Context: an optimization exercise on an open-source flow, tuned for small area, a short achievable clock period and few clock cycles per item. The choices shown serve that exercise and are no tape-out recipe.
The RTL was checked by simulation tests, not by an equivalence proof against the original design.

$ cat flow/design.v
module trtcm_meter_bank (
    input  wire        clk,
    input  wire        rst,
    input  wire        in_valid,
    output wire        in_ready,
    input  wire        in_cfg,
    input  wire [3:0]  in_idx,
    input  wire [13:0] in_len,
    input  wire [39:0] in_ts,
    input  wire [27:0] in_cir,
    input  wire [27:0] in_pir,
    input  wire [23:0] in_cbs,
    input  wire [23:0] in_pbs,
    output reg         out_valid,
    output reg  [1:0]  out_colour
);
    localparam int NM = 8;
    localparam logic [22:0] UNITS_PER_OCTET = 23'd8000000;
    localparam logic [1:0] GREEN       = 2'b00;
    localparam logic [1:0] YELLOW      = 2'b01;
    localparam logic [1:0] RED         = 2'b10;
    localparam logic [1:0] NOT_METERED = 2'b11;
    logic [NM-1:0][27:0] cir_q;
    logic [NM-1:0][27:0] pir_q;
    logic [NM-1:0][23:0] cbs_q;
    logic [NM-1:0][23:0] pbs_q;
    logic [NM-1:0][46:0] tc_q;      
    logic [NM-1:0][46:0] tp_q;      
    logic [NM-1:0][39:0] last_q;    
    assign in_ready = 1'b1;
    wire       fire    = in_valid & in_ready;
    wire       metered = ~in_idx[3];
    wire [2:0] m       = in_idx[2:0];
    wire [46:0] cap_c = cbs_q[m] * UNITS_PER_OCTET;
    wire [46:0] cap_p = pbs_q[m] * UNITS_PER_OCTET;
    wire [39:0] dt    = in_ts - last_q[m];
    wire [67:0] gain_c = cir_q[m] * dt;
    wire [67:0] gain_p = pir_q[m] * dt;
    wire [68:0] sum_c  = tc_q[m] + gain_c;
    wire [68:0] sum_p  = tp_q[m] + gain_p;
    wire [46:0] tc1    = (sum_c > {22'd0, cap_c}) ? cap_c : sum_c[46:0];
    wire [46:0] tp1    = (sum_p > {22'd0, cap_p}) ? cap_p : sum_p[46:0];
    wire [46:0] b = in_len * UNITS_PER_OCTET;
    logic [1:0]  colour;
    logic [46:0] tc_next;
    logic [46:0] tp_next;
    always_comb begin
        if (b > tp1) begin
            colour  = RED;
            tc_next = tc1;
            tp_next = tp1;
        end else if (b > tc1) begin
            colour  = YELLOW;
            tc_next = tc1;
            tp_next = tp1 - b;
        end else begin
            colour  = GREEN;
            tc_next = tc1 - b;
            tp_next = tp1 - b;
        end
    end
    always_ff @(posedge clk) begin
        if (rst) begin
            cir_q  <= '0;
            pir_q  <= '0;
            cbs_q  <= '0;
            pbs_q  <= '0;
            tc_q   <= '0;
            tp_q   <= '0;
            last_q <= '0;
        end else if (fire && metered) begin
            if (in_cfg) begin
                cir_q[m] <= in_cir;
                pir_q[m] <= in_pir;
                cbs_q[m] <= in_cbs;
                pbs_q[m] <= in_pbs;
                tc_q[m]  <= in_cbs * UNITS_PER_OCTET;
                tp_q[m]  <= in_pbs * UNITS_PER_OCTET;
            end else begin
                tc_q[m]   <= tc_next;
                tp_q[m]   <= tp_next;
                last_q[m] <= in_ts;
            end
        end
    end
    always_ff @(posedge clk) begin
        if (rst) begin
            out_valid  <= 1'b0;
            out_colour <= 2'b00;
        end else begin
            out_valid  <= fire & ~in_cfg;
            out_colour <= metered ? colour : NOT_METERED;
        end
    end
endmodule
$ cat flow/run.sh
#!/bin/bash
# synth_recipe.tcl (not shown) runs the flow's synth.tcl, then flattens the netlist and writes it again
# the make line also repeats each setting of config.mk as NAME=value (left out here)
make -C /OpenROAD-flow-scripts/flow DESIGN_CONFIG=/design/flow/config.mk WORK_HOME=/design/flow/orfs CLKGATE_MAP_FILE= SYNTH_SCRIPT=/design/flow/synth_recipe.tcl finish
$ cat flow/config.mk
export PLATFORM = sky130hd
export DESIGN_NAME = trtcm_meter_bank
export DESIGN_NICKNAME = trtcm_meter_bank
export VERILOG_FILES = /design/flow/design.v
export SDC_FILE = /design/flow/constraint.sdc
export NUM_CORES = 4
export LEC_CHECK = 0
export CAP_MARGIN = 20
export CORE_MARGIN = 2
export CORE_UTILIZATION = 30
export GPL_ROUTABILITY_DRIVEN = 1
export PLACE_DENSITY = 0.45
export SLEW_MARGIN = 20
$ cat flow/constraint.sdc
create_clock -name core_clock -period 28.0 [get_ports {clk}]
set_input_delay 5.6000 -clock core_clock [delete_from_list [all_inputs] [get_ports {clk}]]
set_output_delay 5.6000 -clock core_clock [all_outputs]
set_load 0.01 [all_outputs]
==> flow_metrics.py <==
metrics = {
    "logic_synthesis": {
        "synth_seq_area_share": 0.193,
        "synth_area_um2": 198000,
        "synth_top_family_by_area": "adder cells",
        "synth.distinct_cells": 116,
        "synth_simple_gate_area_frac": 0.144,
        "ys.flop_type": "dfxtp_1",
        "yosysWarnings": 1,
        "synthMuxAreaShare": 0.0787,
        "synth_fa_ha_area_frac": 0.335,
        "syn_avg_cell_area_um2": 8.69,
        "syn_inst": 22800,
        "synth-seq-cells": 1907,
        "synth_compound_area_frac": 0.144,
        "async_flop_share": 0,
        "synthXorXnorAreaFrac": 0.0181,
        "synth_edf_count": 0,
        "synth_nets": 26800,
    },
    "route": {
        "viasPerCell": 5.66,
        "met3_length_um": 102000,
        "m1WireLength_um": 424000,
        "drc": 0,
        "via_count": 178000,
        "post_drt_wl_per_cell_um": 32.2,
        "routed_wl_um": 1010000,
        "wl_met2_um": 428000,
        "drt_iter0_markers": 22700,
        "antenna_left": 0,
        "dr.pass1.iters": 9,
        "dr.max_layer_used": "met5",
    },
    "critical_path": {
        "cp_max_fo": 26,
        "startpoint_type": "input port",
        "regToRegStartpoint": "last_q[281]$_SDFFE_PP0P_",
        "rrSetupSlack_ns": 6.25,
        "cp.arrival_ns": 27.40,
        "critPathTopFamily": "compound AO/OA/AOI/OAI gates",
        "slowest_delay_ns": 0.75,
        "rr_endpoint": "tc_q[279]$_SDFFE_PP0P_",
        "cpMostUsedCell": "fa_1",
        "worst-path-buf-inv": 8,
        "cp-startpoint": "in_idx[0]",
        "setup.worst_path.end_class": "register",
        "required_ns": 28.85,
        "ff2ff_path_depth": 74,
        "path_class": "in -> reg",
        "cpMaxStageDelayCell": "a21oi_1",
    },
    "timing": {
        "finalSetupTns_ns": 0,
        "clock_skew_ns": 0.180,
        "setup_viol": 0,
        "slew_headroom": 0.0664,
        "post-route-period-util": 0.948,
        "finalHoldViolCount": 0,
        "rsz0062_at_grt": "false",
        "fmaxAchievable_mhz": 37.7,
        "drv_slew": 0,
        "setup_ws_ns": 1.45,
        "timing.final.crit_period_ns": 26.55,
        "worst_slew_pin_slew_ns": 1.40,
    },
    "placement": {
        "io_buffers": 168,
        "place_congestion": 0.999,
        "hpwl_um": 759000,
        "dpl_worst_slack_ns": 0.479,
    },
    "clocking": {
        "cts_hold_buf": 0,
        "cts_made_buffers": 224,
        "ctsHtreeMaxLevel": 4,
        "insertion_delay_ns": 1.09,
        "cts_root_buf": "clkbuf_16",
        "tritoncts": "yes",
        "max-clock-path-buffers": 4,
        "path_clk_slew_ns": 0.06,
        "clock_sinks": 1907,
    },
    "die": {
        "die_area_um2": 668000,
        "core_area_um2": 658000,
        "initial_core_util": 0.301,
        "core.rowCount": 298,
        "io_pins": 170,
        "die_y_um": 817,
        "die_x_um": 817,
    },
    "global_route": {
        "grt-ovfl-total": 0,
        "grt_usage": 0.293,
        "antenna_found_initial": 69,
        "grt_pass1_vias": 174000,
        "grt_pass1_wl_um": 1400000,
        "grt_max_degree": 183,
    },
    "layout": {
        "nets": 26400,
        "n_fill_cell": 68900,
        "layout-drive-gt1-share": 0.0935,
        "final-seq-area_um2": 38200,
        "area_growth_pct": 11.5,
        "multi_input_area_um2": 145000,
    },
    "power_and_ir_drop": {
        "p_leak_nw": 96.6,
        "power_w": 0.0156,
        "peakVddDrop_v": 0.000174,
        "powerDensity_nw_per_um2": 70.7,
    },
    "job": {
        "cap_violations": 0,
    },
    "min_path": {
        "hold_end": "tc_q[325]$_SDFFE_PP0P_",
        "min-delay-start": "tc_q[325]$_SDFFE_PP0P_",
        "min_path_type": "reg -> reg",
        "worstHoldPathCells": 2,
    },
    "run_status": {
        "status": "no timing/DRC/antenna violations",
    },
}
layout by cell type, fill, tap and decap left out, types with 195 or more instances in the layout:
cell / instances
o21ai_0: 629
mux4_2: 492
a22oi_1: 1237
a21oi_1: 959
xnor2_1: 195
clkbuf_16: 226
ha_1: 1315
inv_1: 3170
mux2i_1: 292
dfxtp_1: 1907
nand2_1: 2481
fa_1: 2492
buf_4: 661
nor2_1: 3208
tightest hold or removal path: stages (launching register included):
cell and delay (ns):
dfxtp_1 0.31, nand2_1 0.05, o21ai_1 0.05
cells by family after synthesis:
logic type,Yosys count
fa+ha+maj,3813
buf+inv,4615
flops,1907
compound gates,4203
other cells,1
simple gates,6938
xor+xnor,407
mux,924
stage by stage:
stage | area [µm²] | util | hold slack (ns) | cells
after floorplan | 198000 | - | 0.420 | 22800
after global placement | 213000 | 0.323 | 0.428 | 30900
after detailed placement | 213000 | 0.323 | 0.441 | 30900
after CTS | 221000 | 0.335 | 0.450 | 31300
after global routing | 221000 | 0.336 | 0.459 | 31300
final | 221000 | 0.336 | 0.450 | 31400
what timing repair did:
action | in CTS | in global routing
buffers inserted | 0 | 2
endpoints found under the setup margin | 0 | 18
gates resized for setup | 0 | 2
flip-flops by register name (all words and copies together), names as in the netlist:
signal	cells
cir_q	224
pbs_q	192
out_valid	1
pir_q	224
last_q	320
cbs_q	192
tc_q	376
out_colour	2
tp_q	376
area by class of cell:
class,count,share of cell area
well taps,8700,0.0492
flip-flops and latches,1907,0.173
repair buffers,858,0.0327
inverters,3175,0.0540
diodes,39,0.000441
clock inverters,91,0.00593
clock buffers,317,0.0298
multi-input cells,16300,0.655
synthesized netlist by cell type, types with 20 or more instances:
cell,instances,share of area
a211oi_1,73,0.0028
a21boi_0,20,0.00076
a21o_1,154,0.0058
a21oi_1,967,0.024
a221o_1,32,0.0016
a221oi_1,22,0.00097
a222oi_1,166,0.0084
a22o_1,149,0.0066
a22oi_1,1237,0.047
a31oi_1,59,0.0019
a32oi_1,33,0.0015
and2_1,155,0.0049
and3_1,61,0.0019
buf_1,184,0.0035
clkbuf_1,1233,0.023
dfxtp_1,1907,0.19
fa_1,2493,0.25
ha_1,1320,0.083
inv_1,3174,0.060
mux2_2,108,0.0061
mux2i_1,308,0.016
mux4_2,492,0.056
nand2_1,2516,0.048
nand2b_1,149,0.0047
nand3_1,192,0.0048
nand4_1,83,0.0026
nor2_1,3265,0.062
nor2b_1,77,0.0024
nor3_1,196,0.0049
nor4_1,42,0.0013
o211ai_1,39,0.0015
o21a_1,72,0.0027
o21ai_0,636,0.016
o21ai_1,42,0.0011
o21bai_1,55,0.0021
o221ai_1,21,0.00093
o22ai_1,172,0.0054
o31ai_1,30,0.0011
or2_2,77,0.0024
or3_1,36,0.0011
xnor2_1,258,0.011
xor2_1,147,0.0065
layer usage:
| layer | GRT usage | vias up |
|---|---|---|
| met4 | 0.133 | 28 |
| met2 | 0.436 | 9667 |
| li1 | - | 74900 |
| met5 | 0 | - |
| met1 | 0.403 | 91200 |
| met3 | 0.0701 | 1795 |
report_power, final:
part	internal (W)	total [W]	switching [W]
Combinational	0.00283	0.00955	0.00672
Sequential	0.00280	0.00285	0.0000482
Clock	0.00188	0.00323	0.00135
Total	0.00751	0.0156	0.00812
how the worst max path moves through the flow:
stage / to / slack (ns) / depth (start not counted)
after CTS: tc_q[279]$_SDFFE_PP0P_ / 1.37 / 80
after floorplan: tc_q[168]$_SDFFE_PP0P_ / 2.07 / 87
after global routing: tc_q[46]$_SDFFE_PP0P_ / 0.02 / 76
after detailed placement: tc_q[373]$_SDFFE_PP0P_ / 0.48 / 80
final: tc_q[279]$_SDFFE_PP0P_ / 1.45 / 76
after global placement: tc_q[279]$_SDFFE_PP0P_ / 0.60 / 80
Testbench counts, summed over its fixed seeds: cycles 24,008, items 24,000.

## re-timing with driven ports
The flow's constraints put no driver on any port. The routed layout listed below was extracted and timed again, unchanged, in two steps. Step 1, drivers: a clkbuf_16 drives clk and a buf_2 each remaining input, both assumed. Step 2, shift: input delay + t, output delay - t, t = (earliest + latest rising clock arrival at the registers) / 2. This alone moves slack from input paths to output paths. Slacks: ideal ports / drivers / drivers and shift; pairs: ideal ports / drivers.
t (ns): 1.112
slack for setup (ns): 1.450 / 1.518 / 0.406
clock arrival spread, ns: 0.212 / 0.212
slew at the worst register clock pin (ns): 0.07 / 0.07
worst data-port slew with drivers (ns): 0.60
After both steps this run still meets setup and hold. The setup slack of this run moves by +0.068 ns with the drivers and by -1.044 ns with both steps.
